What follows belongs to an exercise in optimizing a design on an open flow for small area and a short achievable clock period; a production flow would make more cautious choices.
At most, simulation tests tie the RTL to the original design; equivalence was not proved.

==> flow/design.v <==
module arb_bank (
    input  wire        clk,
    input  wire        rst,           
    input  wire [18:0] req_valid,
    input  wire [75:0] req_len,       
    input  wire [5:0]  req_lnk_rt,    
    output wire [18:0] req_ready,
    input  wire        cfg_we,
    input  wire [4:0]  cfg_addr,      
    input  wire [15:0] cfg_wdata,
    output reg         gnt_valid,
    output reg  [4:0]  gnt_id,
    output reg  [4:0]  owner,         
    output reg  [3:0]  rt_run,
    output reg  [15:0] floor_cnt,
    output reg  [15:0] lfsr
);
    localparam N = 19;
    function can_rt;
        input integer id;
        can_rt = (id >= 6 && id <= 15);
    endfunction
    function can_be;
        input integer id;
        can_be = !(id >= 6 && id <= 9);
    endfunction
    function [7:0] ticket_reset;
        input integer id;
        begin
            if (id <= 3)       ticket_reset = 8'd32;
            else if (id <= 5)  ticket_reset = 8'd64;
            else if (id <= 17) ticket_reset = 8'd16;
            else               ticket_reset = 8'd32;
        end
    endfunction
    wire [N-1:0] prt;         
    wire [N-1:0] pbe;         
    wire [N-1:0] pend = prt | pbe;
    wire [N-1:0] take = req_valid & ~pend;
    wire [N-1:0] gsel;        
    wire         decide;
    wire [N-1:0] grant = gsel & {N{decide}};
    assign req_ready = ~pend;
    reg  [3:0] plen [0:N-1];
    wire [7:0] tk   [0:N-1];
    genvar gi, gj;
    generate
        for (gi = 0; gi < N; gi = gi + 1) begin : slot
            always @(posedge clk)
                if (take[gi]) plen[gi] <= req_len[4*gi +: 4];
            if (can_rt(gi)) begin : rt
                reg p;
                wire cls = (gi >= 10) ? req_lnk_rt[(gi >= 10) ? gi-10 : 0] : 1'b1;
                always @(posedge clk)
                    if (rst) p <= 1'b0;
                    else if (take[gi]) p <= cls;
                    else if (grant[gi]) p <= 1'b0;
                assign prt[gi] = p;
            end else begin : nrt
                assign prt[gi] = 1'b0;
            end
            if (can_be(gi)) begin : be
                reg p;
                wire cls = (gi >= 10 && gi <= 15) ? ~req_lnk_rt[(gi >= 10 && gi <= 15) ? gi-10 : 0] : 1'b1;
                reg [7:0] t;
                always @(posedge clk)
                    if (rst) p <= 1'b0;
                    else if (take[gi]) p <= cls;
                    else if (grant[gi]) p <= 1'b0;
                always @(posedge clk)
                    if (rst || (cfg_we && cfg_addr == gi))
                        t <= rst ? ticket_reset(gi) : cfg_wdata[7:0];
                assign pbe[gi] = p;
                assign tk[gi] = t;
            end else begin : nbe
                assign pbe[gi] = 1'b0;
                assign tk[gi] = 8'd0;
            end
        end
    endgenerate
    wire [N*N-1:0] ordm;     
    generate
        for (gi = 0; gi < N; gi = gi + 1) begin : row
            for (gj = 0; gj < N; gj = gj + 1) begin : col
                if (gi < gj && ((can_rt(gi) && can_rt(gj)) || (can_be(gi) && can_be(gj)))) begin : o
                    reg b;
                    always @(posedge clk)
                        if (take[gj]) b <= 1'b1;
                        else if (take[gi]) b <= 1'b0;
                    assign ordm[gi*N+gj] = b;
                end else if (gi > gj && ((can_rt(gi) && can_rt(gj)) || (can_be(gi) && can_be(gj)))) begin : tr
                    assign ordm[gi*N+gj] = ~row[gj].col[gi].o.b;
                end else begin : n
                    assign ordm[gi*N+gj] = 1'b1;
                end
            end
        end
    endgenerate
    wire [N-1:0] ort, obe;    
    generate
        for (gi = 0; gi < N; gi = gi + 1) begin : old
            assign ort[gi] = prt[gi] & &(ordm[gi*N +: N] | ~prt);
            assign obe[gi] = pbe[gi] & &(ordm[gi*N +: N] | ~pbe);
        end
    endgenerate
    wire rt_any = |prt;
    wire be_any = |pbe;
    reg [15:0] lfsr_next;
    reg        fb;
    integer i;
    always @* begin
        lfsr_next = lfsr;
        for (i = 0; i < 16; i = i + 1) begin
            fb = lfsr_next[15] ^ lfsr_next[13] ^ lfsr_next[12] ^ lfsr_next[10];
            lfsr_next = {lfsr_next[14:0], fb};
        end
    end
    function [11:0] rca;
        input [11:0] a, b;
        integer k;
        reg c;
        begin
            c = 1'b0;
            for (k = 0; k < 12; k = k + 1) begin
                rca[k] = a[k] ^ b[k] ^ c;
                c = (a[k] & b[k]) | (c & (a[k] ^ b[k]));
            end
        end
    endfunction
    function gtr;
        input [11:0] a, b;
        integer k;
        reg c;
        begin
            c = 1'b0;
            for (k = 0; k < 12; k = k + 1)
                c = (a[k] & ~b[k]) | (c & (a[k] | ~b[k]));
            gtr = c;
        end
    endfunction
    wire [11:0] m [0:14];
    generate
        for (gi = 0; gi < 15; gi = gi + 1) begin : msk
            localparam integer ID = (gi < 6) ? gi : gi + 4;
            assign m[gi] = pbe[ID] ? {4'd0, tk[ID]} : 12'd0;
        end
    endgenerate
    wire [11:0] s01   = rca(m[0], m[1]);
    wire [11:0] s23   = rca(m[2], m[3]);
    wire [11:0] s45   = rca(m[4], m[5]);
    wire [11:0] s67   = rca(m[6], m[7]);
    wire [11:0] s89   = rca(m[8], m[9]);
    wire [11:0] s1011 = rca(m[10], m[11]);
    wire [11:0] s1213 = rca(m[12], m[13]);
    wire [11:0] s0_3  = rca(s01, s23);
    wire [11:0] s4_7  = rca(s45, s67);
    wire [11:0] s8_11 = rca(s89, s1011);
    wire [11:0] s12_14 = rca(s1213, m[14]);
    wire [11:0] s0_7  = rca(s0_3, s4_7);
    wire [11:0] s8_14 = rca(s8_11, s12_14);
    wire [11:0] tsum  = s0_7 + s8_14;
    wire [11:0] P [0:14];
    assign P[0]  = m[0];
    assign P[1]  = s01;
    assign P[2]  = rca(s01, m[2]);
    assign P[3]  = s0_3;
    assign P[4]  = rca(s0_3, m[4]);
    assign P[5]  = rca(s0_3, s45);
    assign P[6]  = rca(P[5], m[6]);
    assign P[7]  = s0_7;
    assign P[8]  = rca(s0_7, m[8]);
    assign P[9]  = rca(s0_7, s89);
    assign P[10] = rca(P[9], m[10]);
    assign P[11] = rca(s0_7, s8_11);
    assign P[12] = rca(P[11], m[12]);
    assign P[13] = rca(P[11], s1213);
    assign P[14] = tsum;
    wire [17:0] ms1 = {2'b00, lfsr_next};
    wire [17:0] ms2 = {1'b0, lfsr_next, 1'b0};
    wire [17:0] ms3;
    reg         mc;
    integer     k;
    reg  [17:0] ms3_r;
    always @* begin
        mc = 1'b0;
        for (k = 0; k < 18; k = k + 1) begin
            ms3_r[k] = ms1[k] ^ ms2[k] ^ mc;
            mc = (ms1[k] & ms2[k]) | (mc & (ms1[k] ^ ms2[k]));
        end
    end
    assign ms3 = ms3_r;
    wire [27:0] pp [0:5];
    generate
        for (gi = 0; gi < 6; gi = gi + 1) begin : ppr
            wire [1:0] d = tsum[2*gi +: 2];
            wire [17:0] row = ({18{d == 2'd1}} & ms1) | ({18{d == 2'd2}} & ms2) |
                              ({18{d == 2'd3}} & ms3);
            assign pp[gi] = {10'd0, row} << (2*gi);
        end
    endgenerate
    function [27:0] csa_s;
        input [27:0] x, y, z;
        csa_s = x ^ y ^ z;
    endfunction
    function [27:0] csa_c;
        input [27:0] x, y, z;
        csa_c = ((x & y) | (x & z) | (y & z)) << 1;
    endfunction
    wire [27:0] ca1 = csa_s(pp[0], pp[1], pp[2]), cb1 = csa_c(pp[0], pp[1], pp[2]);
    wire [27:0] ca2 = csa_s(pp[3], pp[4], pp[5]), cb2 = csa_c(pp[3], pp[4], pp[5]);
    wire [27:0] ca3 = csa_s(ca1, cb1, ca2),       cb3 = csa_c(ca1, cb1, ca2);
    wire [27:0] ca4 = csa_s(ca3, cb3, cb2),       cb4 = csa_c(ca3, cb3, cb2);
    wire [27:0] prod = ca4 + cb4;
    wire [11:0] r = prod[27:16];
    wire [14:0] gt;
    wire [N-1:0] lot;
    generate
        for (gi = 0; gi < 15; gi = gi + 1) begin : lt
            localparam integer ID = (gi < 6) ? gi : gi + 4;
            assign gt[gi] = gtr(P[gi], r);
            if (gi == 0) begin : f
                assign lot[ID] = gt[gi];
            end else begin : n
                assign lot[ID] = gt[gi] & ~gt[gi-1];
            end
        end
        for (gi = 6; gi < 10; gi = gi + 1) begin : lz
            assign lot[gi] = 1'b0;
        end
    endgenerate
    wire boundary = (beats_left == 4'd0);    
    reg [3:0] beats_left;
    assign decide = boundary && (rt_any || be_any);
    wire pick_rt  = rt_any && (!be_any || rt_run != 4'd15);
    wire tzero    = (tsum == 12'd0);
    wire         use_old = pick_rt | tzero;
    wire [N-1:0] osel    = pick_rt ? ort : obe;
    assign gsel = use_old ? osel : lot;
    reg [4:0] win_old, win_lot;
    reg [3:0] len_old, len_lot;
    always @* begin
        win_old = 5'd0;
        len_old = 4'd0; len_lot = 4'd0;
        for (i = 0; i < N; i = i + 1) begin
            if (osel[i]) begin
                win_old = win_old | i[4:0];
                len_old = len_old | plen[i];
            end
            if (lot[i])
                len_lot = len_lot | plen[i];
        end
    end
    always @* begin
        win_lot[4] = ~gt[11];
        win_lot[3] = ~gt[5] & gt[11];
        win_lot[2] = (~gt[3] & gt[5]) | (~gt[7] & gt[11]);
        win_lot[1] = (~gt[1] & gt[3]) | (~gt[5] & gt[7]) | (~gt[9] & gt[11]) | ~gt[13];
        win_lot[0] = (gt[1] & ~gt[0]) | (gt[3] & ~gt[2]) | (gt[5] & ~gt[4]) | (gt[7] & ~gt[6]) |
                     (gt[9] & ~gt[8]) | (gt[11] & ~gt[10]) | (gt[13] & ~gt[12]);
    end
    wire [4:0] win  = use_old ? win_old : win_lot;
    wire [3:0] wlen = use_old ? len_old : len_lot;
    always @(posedge clk) begin
        if (rst) begin
            beats_left <= 4'd0;
            gnt_valid  <= 1'b0;
            gnt_id     <= 5'd0;
            owner      <= 5'd31;
            rt_run     <= 4'd0;
            floor_cnt  <= 16'd0;
            lfsr       <= 16'hACE1;
        end else begin
            gnt_valid <= decide;
            if (decide) begin
                beats_left <= wlen;
                gnt_id     <= win;
                owner      <= win;
                if (pick_rt) begin
                    rt_run <= be_any ? rt_run + 4'd1 : 4'd0;
                end else begin
                    rt_run <= 4'd0;
                    lfsr   <= lfsr_next;
                    if (rt_any && floor_cnt != 16'hFFFF)
                        floor_cnt <= floor_cnt + 16'd1;
                end
            end else if (boundary) begin
                owner <= 5'd31;
            end else begin
                beats_left <= beats_left - 4'd1;
            end
            if (cfg_we) begin
                if (cfg_addr == 5'd31) begin
                    if (cfg_wdata != 16'd0)
                        lfsr <= cfg_wdata;
                end else if (cfg_addr == 5'd30) begin
                    floor_cnt <= cfg_wdata;
                end
            end
        end
    end
endmodule
clock: 62.0 ns
lec_check: 0
abc_area: 1
cap_margin: 40
core_margin: 2
core_utilization: 40
cts_buf_list: sky130_fd_sc_hd__clkbuf_8
cts_cluster_diameter: 45
cts_cluster_size: 14
slew_margin: 40
standard.sh (not shown) runs the stock make flow with config.mk's settings and CLKGATE_MAP_FILE= SYNTH_SCRIPT=/design/flow/synth_recipe.tcl, a recipe that flattens the netlist after the stock synthesis.
==> flow/flow/run.sh <==
#!/bin/bash
set -euo pipefail
bash standard.sh SETUP_SLACK_MARGIN=48 BUFFER_PORTS_ARGS='-buffer_cell sky130_fd_sc_hd__buf_1' finish > layout_make.log 2>&1
Rerun with:
--- a/flow/design.v
+++ b/flow/design.v
@@ -97,11 +97,4 @@
         end
     endgenerate
-    wire [N-1:0] ort, obe;    
-    generate
-        for (gi = 0; gi < N; gi = gi + 1) begin : old
-            assign ort[gi] = prt[gi] & &(ordm[gi*N +: N] | ~prt);
-            assign obe[gi] = pbe[gi] & &(ordm[gi*N +: N] | ~pbe);
-        end
-    endgenerate
     wire rt_any = |prt;
     wire be_any = |pbe;
@@ -159,5 +152,5 @@
     wire [11:0] s0_7  = rca(s0_3, s4_7);
     wire [11:0] s8_14 = rca(s8_11, s12_14);
-    wire [11:0] tsum  = s0_7 + s8_14;
+    wire [11:0] tsum  = rca(s0_7, s8_14);
     wire [11:0] P [0:14];
     assign P[0]  = m[0];
@@ -235,10 +228,16 @@
     wire tzero    = (tsum == 12'd0);
     wire         use_old = pick_rt | tzero;
-    wire [N-1:0] osel    = pick_rt ? ort : obe;
+    wire [N-1:0] cand = pick_rt ? prt : pbe;
+    wire [N-1:0] osel;
+    generate
+        for (gi = 0; gi < N; gi = gi + 1) begin : old
+            assign osel[gi] = cand[gi] & &(ordm[gi*N +: N] | ~cand);
+        end
+    endgenerate
     assign gsel = use_old ? osel : lot;
     reg [4:0] win_old, win_lot;
     reg [3:0] len_old, len_lot;
     always @* begin
-        win_old = 5'd0;
+        win_old = 5'd0; win_lot = 5'd0;
         len_old = 4'd0; len_lot = 4'd0;
         for (i = 0; i < N; i = i + 1) begin
@@ -247,15 +246,9 @@
                 len_old = len_old | plen[i];
             end
-            if (lot[i])
+            if (lot[i]) begin
+                win_lot = win_lot | i[4:0];
                 len_lot = len_lot | plen[i];
-        end
-    end
-    always @* begin
-        win_lot[4] = ~gt[11];
-        win_lot[3] = ~gt[5] & gt[11];
-        win_lot[2] = (~gt[3] & gt[5]) | (~gt[7] & gt[11]);
-        win_lot[1] = (~gt[1] & gt[3]) | (~gt[5] & gt[7]) | (~gt[9] & gt[11]) | ~gt[13];
-        win_lot[0] = (gt[1] & ~gt[0]) | (gt[3] & ~gt[2]) | (gt[5] & ~gt[4]) | (gt[7] & ~gt[6]) |
-                     (gt[9] & ~gt[8]) | (gt[11] & ~gt[10]) | (gt[13] & ~gt[12]);
+            end
+        end
     end
     wire [4:0] win  = use_old ? win_old : win_lot;
Effect: The changed run ran to the end with no violations. Synthesized area decreases by 1.3%. Non-clock buffer count decreases by 9. Die area decreases by 1.3%. Wire length decreases by 3.7%. Sequential share of layout area increases by 0.42 points.
Function not checked in the first run of this note: the RTL went through the layout flow alone.

[separate check: timing with driven ports]
No port has a modelled driver above. Below, the same layouts with a new extraction and two added sets of constraints.
Step 1 assumes that a clkbuf_16 drives the clock port and a buf_2 every other input.
Step 2 moves the port delays by t, midway between the first and last clock arrival at a register: inputs arrive t later, outputs are due t later. That takes back most of the time a late clock gives input paths.
Slacks: ideal ports / drivers / drivers and shift; pairs: ideal ports / drivers.
run | shift t [ns] | setup slack, ns | worst hold slack (ns) | worst slew at a driven data input, ns | cell pins on the clock port's net
the first run | 0.770 | 48.034 / 47.973 / 47.572 | 0.468 / 0.468 / 0.468 | 0.04 | 1
the second run | 0.781 | 48.029 / 47.967 / 47.324 | 0.467 / 0.467 / 0.467 | 0.06 | 1
After both steps setup and hold are still met in every run listed. The setup slack of the second run, which loses most, moves by -0.062 ns with the drivers and by -0.705 ns with both steps.
